Background: an optimization exercise with open tools, aiming at small area, a short achievable clock period and few clock cycles per item. Do not read the settings as production practice. The RTL was checked by simulation tests, not by an equivalence proof against the original design.

==> inputs of run a <==
// sha2_engine
module sha2_engine (
    input  wire          clk,
    input  wire          rst,         
    input  wire          in_valid,
    output wire          in_ready,
    input  wire          in_sha384,   
    input  wire          in_first,    
    input  wire [1023:0] in_block,
    output wire          out_valid,
    input  wire          out_ready,
    output wire [383:0]  out_digest
);
    reg         busy;        
    reg         setup;       
    reg         fin;         
    reg         outv;        
    reg         late3;       
    reg         late2;       
    reg         last;        
    reg         mode;        
    reg         mode_r;      
    reg         mode_wn;     
    reg         first;       
    reg         omode;       
    reg         ofirst;      
    reg  [6:0]  t;           
    reg  [63:0] kr;          
    reg  [63:0] p;           
    reg  [63:0] hq [0:3];    
    reg  [63:0] hr [0:3];    
    reg         hqm [0:3];   
    reg         hrm [0:3];
    reg  [63:0] v [0:7];     
    reg  [63:0] W [0:16];    
    reg  [63:0] w15c;        
    reg         rdy;         
    wire stall  = late3 && outv;             
  ...
clock: 14.0 ns
lec_check: 0
cap_margin: 30
core_margin: 2
core_utilization: 55
place_density: 0.65
slew_margin: 40
synth_memory_max_bits: 16384
standard.sh (not shown) runs the stock make flow with config.mk's settings and CLKGATE_MAP_FILE= SYNTH_SCRIPT=/design/flow/synth_recipe.tcl, a recipe that flattens the netlist after the stock synthesis.
==> flow/flow/run.sh <==
#!/bin/bash
# Layout flow: the standard synthesis and layout, with timing repair
# aiming for setup slack of SETUP_MARGIN ns at the design's clock period
# (the clock and every constraint stay as given; only the repair target moves).
# Ports get the smallest buffer, and the clock tree uses clkbuf_16 on clusters of up to 30 sinks without
# dummy loads.
set -euo pipefail
W=$(pwd)
MARGIN=${SETUP_MARGIN:-8.5}
bash standard.sh synth > "$W/synth.log" 2>&1
make -C "$FLOW_HOME" DESIGN_CONFIG="$W/config.mk" WORK_HOME="$W/orfs" CLKGATE_MAP_FILE= \
    SYNTH_SCRIPT="$W/synth_recipe.tcl" SETUP_SLACK_MARGIN="$MARGIN" \
    BUFFER_PORTS_ARGS="-buffer_cell sky130_fd_sc_hd__buf_1" \
    CTS_ARGS="-sink_clustering_enable -repair_clock_nets -dont_use_dummy_load -buf_list sky130_fd_sc_hd__clkbuf_16 -sink_clustering_size 30 -sink_clustering_max_diameter 80" \
    finish > "$W/layout.log" 2>&1
R="$W/orfs/results/$FLOW_PLATFORM/sha2_engine/base"
: # left out here: write the final layout as DEF
==> run b (differences from run a) <==
- CORE_UTILIZATION: 55 -> 50
- PLACE_DENSITY: 0.65 -> 0.6
==> notes.md <==
Run a went through all stages and came out clean. Run b completed with no timing, DRC or antenna violations. Between run b and run a, the lower global-route usage is in run b (gap 4.7 points). Of run b and run a, run b has the higher worst hold slack (gap 0.082 ns). Between run b and run a, the lower first-iteration DRC count is in run b (gap about 9%, measured against run a). Of run a and run b, run b has the higher design area (gap 1.4%, measured against run b). Against run a, the count of clock-buffer cells in the layout of run b is higher by 14. Worst setup slack: run a is lower than run b (0.042 ns). Synthesized cell count is the same in run b and run a. Core utilization: run b is lower than run a (4.9 points).
==> figures <==
| metric | run a | run b |
|---|---|---|
| Delay of the slowest cell on the worst path | 0.59 ns | 0.58 ns |
| Cell type of the slowest stage on the worst timing path | nand2_1 | edfxtp_1 |
| Inverters | 902 | 903 |
| Arrival time at the worst endpoint | 6.68 ns | 6.67 ns |
| Startpoint of the worst setup timing path | late3$_SDFF_PP0_ | v[0][38]$_DFFE_PP_ |
| Layout filler cell count | 19840 | 23230 |
| Hold endpoint | hr[0][38]$_DFFE_PP_ | W[11][49]$_DFF_P_ |
| Number of cells traversed by the worst hold path | 0 | 2 |
| Fraction of met3 tracks used by global routing | 33.99% | 26.30% |
| Worst-skew pair later-pin latency | 0.91 ns | 0.96 ns |
| Run status | no timing/DRC/antenna violations | no timing/DRC/antenna violations |
| Number of optimization iterations in the first detailed-route pass | 9 | 10 |
| Initial cell density of the core | 55.22% | 50.20% |
Testbench counts of run a, summed over its fixed seeds: cycles 93,432, blocks 1,280.
Testbench counts of run b, summed over its fixed seeds: cycles 93,432, blocks 1,280.

what the ideal ports hide:
Ports are ideal in the flow. The routed layouts listed here were re-timed in OpenROAD. Step 1 assumes that a clkbuf_16 drives the clock port and a buf_2 every other input. Step 2 adds t to the input delays and takes it off the output delays; t is the mean of the earliest and latest rising clock arrival at the registers after step 1. Input paths then give back, and output paths get back, about the clock's delay inside the block. Slacks: ideal / step 1 / step 2; pairs: ideal / step 1.
| run | t (ns) | slack for setup (ns) | hold WS [ns] | slew at the worst register clock pin (ns) |
|---|---|---|---|---|
| run a | 0.956 | 7.901 / 7.901 / 7.500 | 0.304 / 0.304 / 0.304 | 0.12 / 0.12 |
| run b | 1.023 | 7.943 / 7.943 / 7.706 | 0.387 / 0.387 / 0.387 | 0.12 / 0.12 |
After both steps every run listed still meets setup and hold. The setup slack of run a, which loses most, moves by 0.000 ns with the drivers and by -0.401 ns with both steps.
